Source: an optimization exercise on an open RTL-to-GDS flow (aim: small area, a short achievable clock period and few clock cycles). Production flows keep margins and buffers that such runs may drop. Where RTL was checked, it was by simulation tests only, not by an equivalence proof against the original.

== oak ==
// cvu
module cvu (
    input  wire        clk,
    input  wire        rst,
    input  wire        req_valid,
    output wire        req_ready,
    input  wire        req_write,
    input  wire [11:0] req_addr,
    input  wire [31:0] req_wdata,
    output reg         rsp_valid,
    output reg  [31:0] rsp_rdata,
    output reg         alert
);
    localparam [4:0] O_CTL = 5'd0,  O_CFG = 5'd1,
                     O_POLY_L = 5'd2, O_POLY_H = 5'd3,
                     O_INIT_L = 5'd4, O_INIT_H = 5'd5,
                     O_XOR_L = 5'd6,  O_XOR_H = 5'd7,
                     O_FOLD_L = 5'd8, O_FOLD_H = 5'd9,
                     O_VAL_L = 5'd10, O_VAL_H = 5'd11,
                     O_RES_L = 5'd12, O_RES_H = 5'd13,
                     O_COUNT = 5'd14,
                     O_FEED8 = 5'd16, O_FEED16 = 5'd17, O_FEED32 = 5'd18,
                     O_F64_LO = 5'd19, O_F64_HI = 5'd20;
    localparam [2:0] P_DONE = 3'd0, P_MQ = 3'd2, P_MU = 3'd3,
                     P_RS = 3'd5, P_RW = 3'd6, P_RW2 = 3'd7;
    localparam NF = 5;    
    integer i, j, k;
    function [63:0] width_mask(input [6:0] w);
        integer b;
        begin
            for (b = 0; b < 64; b = b + 1)
                width_mask[b] = (b < w);
        end
    endfunction
    function [63:0] refl(input [63:0] x, input [5:0] s);
        reg [63:0] r;
  ...
Settings: LEC_CHECK=0, CAP_MARGIN=30, CORE_MARGIN=2, CORE_UTILIZATION=30, PLACE_DENSITY=0.45, SLEW_MARGIN=30; clock period 24.0 ns.
standard.sh (not shown) runs the stock make flow with config.mk's settings and CLKGATE_MAP_FILE= SYNTH_SCRIPT=/design/flow/synth_recipe.tcl, a recipe that flattens the netlist after the stock synthesis.
==> flow/flow/run.sh <==
#!/bin/bash
set -euo pipefail
bash standard.sh SETUP_SLACK_MARGIN=18 CTS_CLUSTER_SIZE=25 CTS_CLUSTER_DIAMETER=80 CORE_UTILIZATION=60 PLACE_DENSITY=0.7 finish > standard.log 2>&1
oak reached the end of the flow, and the finished layout is clean on the timing, design-rule and antenna checks.
Testbench counts of oak, summed over its fixed seeds: cycles 35,885.
### oak -> pine
==> flow/flow/run.sh <==
#!/bin/bash
set -euo pipefail
bash standard.sh SETUP_SLACK_MARGIN=18 CTS_CLUSTER_SIZE=25 CTS_CLUSTER_DIAMETER=80 CORE_UTILIZATION=50 PLACE_DENSITY=0.6 finish > standard.log 2>&1
Findings:
Count of buffering cells on the critical path with inverters included for pine: 1 down relative to oak. Looking at count of cell instances traversed by the critical path, pine sits below oak. Between pine and oak, design area is lower for oak, pine comes in above that. Delta (pine minus oak): minimum clock period now smaller, worst setup slack now larger.

Another version of the RTL of cvu (not shown whole).
For scale: roughly 14000 cells after synthesis, ~83 I/O pins, about 0.12 mm^2 of cells after synthesis.
Settings: LEC_CHECK=0, CAP_MARGIN=30, CORE_MARGIN=2, CORE_UTILIZATION=30, PLACE_DENSITY=0.45, SLEW_MARGIN=30; clock period 24.0 ns.
==> flow/flow/run.sh <==
#!/bin/bash
set -euo pipefail
bash standard.sh SETUP_SLACK_MARGIN=18 "CTS_ARGS=-sink_clustering_enable -repair_clock_nets -sink_clustering_size 25 -sink_clustering_max_diameter 80 -distance_between_buffers 300" finish > standard.log 2>&1
Change:
==> flow/flow/run.sh (replaced) <==
#!/bin/bash
set -euo pipefail
bash standard.sh SETUP_SLACK_MARGIN=17.75 CTS_CLUSTER_SIZE=25 CTS_CLUSTER_DIAMETER=80 finish > standard.log 2>&1
=> The new run went through all stages and came out clean; cell area shrinks by 0.43%; global-route usage is about the same; routed wire length barely changes; area after synthesis stays the same; sequential share of layout area grows by 0.13 points; via count stays flat.
Change:
==> flow/flow/run.sh (replaced) <==
#!/bin/bash
set -euo pipefail
bash standard.sh SETUP_SLACK_MARGIN=18 CTS_CLUSTER_SIZE=25 CTS_CLUSTER_DIAMETER=80 finish > standard.log 2>&1
Outcome: The new run completed with no timing, DRC or antenna violations. Flip-flop and latch count is unchanged. Cell area climbs slightly. Register-to-register slack gets better by 0.03 ns.
Function was not checked in any run of this note: the RTL went through the layout flow alone.

R:
RTL: one of the versions met above, not the one the previous note started from.
Size: ~13000 cells after synthesis, about 83 I/O pins, ~120000 µm² of cells after synthesis.
// cvu
module cvu (
    input  wire        clk,
    input  wire        rst,
    input  wire        req_valid,
    output wire        req_ready,
    input  wire        req_write,
    input  wire [11:0] req_addr,
    input  wire [31:0] req_wdata,
    output reg         rsp_valid,
    output reg  [31:0] rsp_rdata,
    output reg         alert
);
Settings: LEC_CHECK=0, CAP_MARGIN=30, CORE_MARGIN=2, CORE_UTILIZATION=30, PLACE_DENSITY=0.45, SLEW_MARGIN=30; clock period 24.0 ns.
==> flow/flow/run.sh <==
#!/bin/bash
set -euo pipefail
bash standard.sh SETUP_SLACK_MARGIN=18 CTS_CLUSTER_SIZE=25 CTS_CLUSTER_DIAMETER=80 CORE_UTILIZATION=55 PLACE_DENSITY=0.65 finish > standard.log 2>&1
Testbench counts of R, summed over its fixed seeds: cycles 35,885.
Inputs modified between R and P:
==> flow/flow/run.sh <==
#!/bin/bash
set -euo pipefail
bash standard.sh SETUP_SLACK_MARGIN=18 CTS_CLUSTER_SIZE=25 CTS_CLUSTER_DIAMETER=80 finish > standard.log 2>&1
==> comparison <==
- Diff R -> P | y dimension of the die | increase of about 35%
- Of R and P, the run reporting the lower multi-input gate area in the final layout was R.
- Total number of vias: P < R
- On wire length: between R and P, it ends up lower for R.
- Against R, slack of the critical path in P came out better.

main:
Another version of the RTL of cvu (not shown whole).
For scale: about 1,500 flip-flops, roughly 83 I/O pins, ~0.12 mm2 of cells after synthesis.
export LEC_CHECK = 0
export CAP_MARGIN = 30
export CORE_MARGIN = 2
export CORE_UTILIZATION = 30
export PLACE_DENSITY = 0.45
export SLEW_MARGIN = 30
create_clock -name core_clock -period 24.0 [get_ports {clk}]
==> flow/flow/run.sh <==
#!/bin/bash
set -euo pipefail
bash standard.sh SETUP_SLACK_MARGIN=18 finish > standard.log 2>&1
Per the final summary, main finished and its layout is clean on timing, DRC and antenna.
Testbench counts of main, summed over its fixed seeds: cycles 36,108.
diff inputs: main => the feature branch
==> flow/flow/run.sh <==
#!/bin/bash
set -euo pipefail
bash standard.sh SETUP_SLACK_MARGIN=17.5 finish > standard.log 2>&1
[summary]
Sort main and the feature branch by wire length of the first global-routing pass asc -> top: the feature branch. Post-synth design cell area: main vs the feature branch identical. Sort main and the feature branch by global-route met3 utilization, ascending, and the feature branch comes first. From main to the feature branch the numbers moved as follows: cell count lost 169.

== beta ==
Another version of the RTL of cvu (not shown whole).
Size in the first run: about 14000 cells after synthesis, ~1500 flip-flops, ~83 I/O pins.
export LEC_CHECK = 0
export CAP_MARGIN = 30
export CORE_MARGIN = 2
export CORE_UTILIZATION = 30
export PLACE_DENSITY = 0.45
export SLEW_MARGIN = 30
create_clock -name core_clock -period 24.0 [get_ports {clk}]
==> flow/flow/run.sh <==
#!/bin/bash
set -euo pipefail
bash standard.sh SETUP_SLACK_MARGIN=18 finish > standard.log 2>&1
beta did not stop at any stage, and its layout met the timing, design-rule and antenna checks.
Testbench counts of beta, summed over its fixed seeds: cycles 35,877.
Here is what was changed in the inputs of epsilon compared with beta.
==> flow/flow/run.sh <==
#!/bin/bash
set -euo pipefail
bash standard.sh SETUP_SLACK_MARGIN=18 CORE_UTILIZATION=50 PLACE_DENSITY=0.6 finish > standard.log 2>&1
- As far as arithmetic-cell share of the synthesized area counting full adders, half adders and majority gates is concerned, beta and epsilon perform about the same.
- Taking beta as the reference point, the floorplan die area of epsilon falls by 40%.
- Initial antenna violation count in epsilon vs beta: up 2

Another version of the RTL of cvu (not shown whole).
Size in the first run: about 14,000 cells after synthesis, about 1,500 flip-flops, ~83 I/O pins, ~120,000 um2 of cells after synthesis.
export LEC_CHECK = 0
export CAP_MARGIN = 30
export CORE_MARGIN = 2
export CORE_UTILIZATION = 30
export PLACE_DENSITY = 0.45
export SLEW_MARGIN = 30
create_clock -name core_clock -period 24.0 [get_ports {clk}]
==> flow/flow/run.sh <==
#!/bin/bash
set -euo pipefail
bash standard.sh SETUP_SLACK_MARGIN=18 "CTS_ARGS=-sink_clustering_enable -repair_clock_nets -sink_clustering_size 25 -sink_clustering_max_diameter 80 -apply_ndr full" finish > standard.log 2>&1
The first run passed the timing, design-rule and antenna checks.
Testbench counts at the start, summed over its fixed seeds: cycles 35,877.
Rerun with:
==> flow/flow/run.sh (replaced) <==
#!/bin/bash
set -euo pipefail
bash standard.sh SETUP_SLACK_MARGIN=18 CTS_CLUSTER_SIZE=25 CTS_CLUSTER_DIAMETER=80 finish > standard.log 2>&1
Cell area hardly moves.
Sequential cell count does not change.
Routed wire length stays flat.
Worst setup slack is worse by 0.0031 ns.
Count of clock-buffer cells in the layout does not change.
Sequential share of layout area hardly moves.
Critical path depth stays the same.
Utilization hardly moves.
Die area is unchanged.

[what the ideal ports hide]
Ports are ideal in the flow. The routed layouts listed here were re-timed in OpenROAD.
Step 1 (the two cells are an assumption about what drives the block):
set clk [get_ports {clk}]
set_driving_cell -lib_cell sky130_fd_sc_hd__clkbuf_16 $clk
set_driving_cell -lib_cell sky130_fd_sc_hd__buf_2 [delete_from_list [all_inputs] $clk]
Step 2 times the ports against the registers' clock, not the clock port: input delays grow and output delays shrink by t, the midpoint of the rising clock arrivals with the driver on.
Three values: ideal ports, drivers, drivers and shift; two values: the first two.
| run | shift t [ns] | slack for setup (ns) | hold WS [ns] | clock arrival spread, ns |
|---|---|---|---|---|
| oak | 0.869 | 17.903 / 17.866 / 17.237 | 0.493 / 0.493 / 0.493 | 0.065 / 0.065 |
| pine | 0.876 | 17.978 / 17.878 / 17.199 | 0.502 / 0.502 / 0.502 | 0.054 / 0.054 |
| the first run of note 2 | 0.948 | 17.739 / 17.697 / 17.103 | 0.496 / 0.496 / 0.496 | 0.141 / 0.140 |
| the second run of note 2 | 1.026 | 17.664 / 17.672 / 16.697 | 0.500 / 0.500 / 0.500 | 0.163 / 0.162 |
| the third run of note 2 | 1.009 | 17.726 / 17.617 / 17.012 | 0.494 / 0.494 / 0.494 | 0.186 / 0.186 |
| R | 0.875 | 17.833 / 17.833 / 17.216 | 0.503 / 0.503 / 0.503 | 0.073 / 0.073 |
| P | 0.970 | 17.842 / 17.746 / 17.190 | 0.496 / 0.496 / 0.496 | 0.122 / 0.123 |
| main | 1.003 | 17.782 / 17.688 / 16.939 | 0.367 / 0.367 / 0.367 | 0.162 / 0.162 |
| the feature branch | 1.003 | 17.377 / 17.377 / 16.561 | 0.456 / 0.456 / 0.456 | 0.099 / 0.100 |
| beta | 0.974 | 17.808 / 17.703 / 17.056 | 0.490 / 0.490 / 0.490 | 0.165 / 0.166 |
| epsilon | 0.953 | 17.745 / 17.637 / 17.046 | 0.497 / 0.497 / 0.497 | 0.083 / 0.082 |
| the first run of note 6 | 1.006 | 17.744 / 17.640 / 16.940 | 0.462 / 0.462 / 0.462 | 0.095 / 0.095 |
| the second run of note 6 | 1.026 | 17.740 / 17.624 / 16.945 | 0.463 / 0.463 / 0.463 | 0.095 / 0.095 |
After both steps setup and hold are still met in every run listed. For the second run of note 2, which loses most, drivers alone change the setup slack by +0.008 ns; drivers and shift together by -0.967 ns.
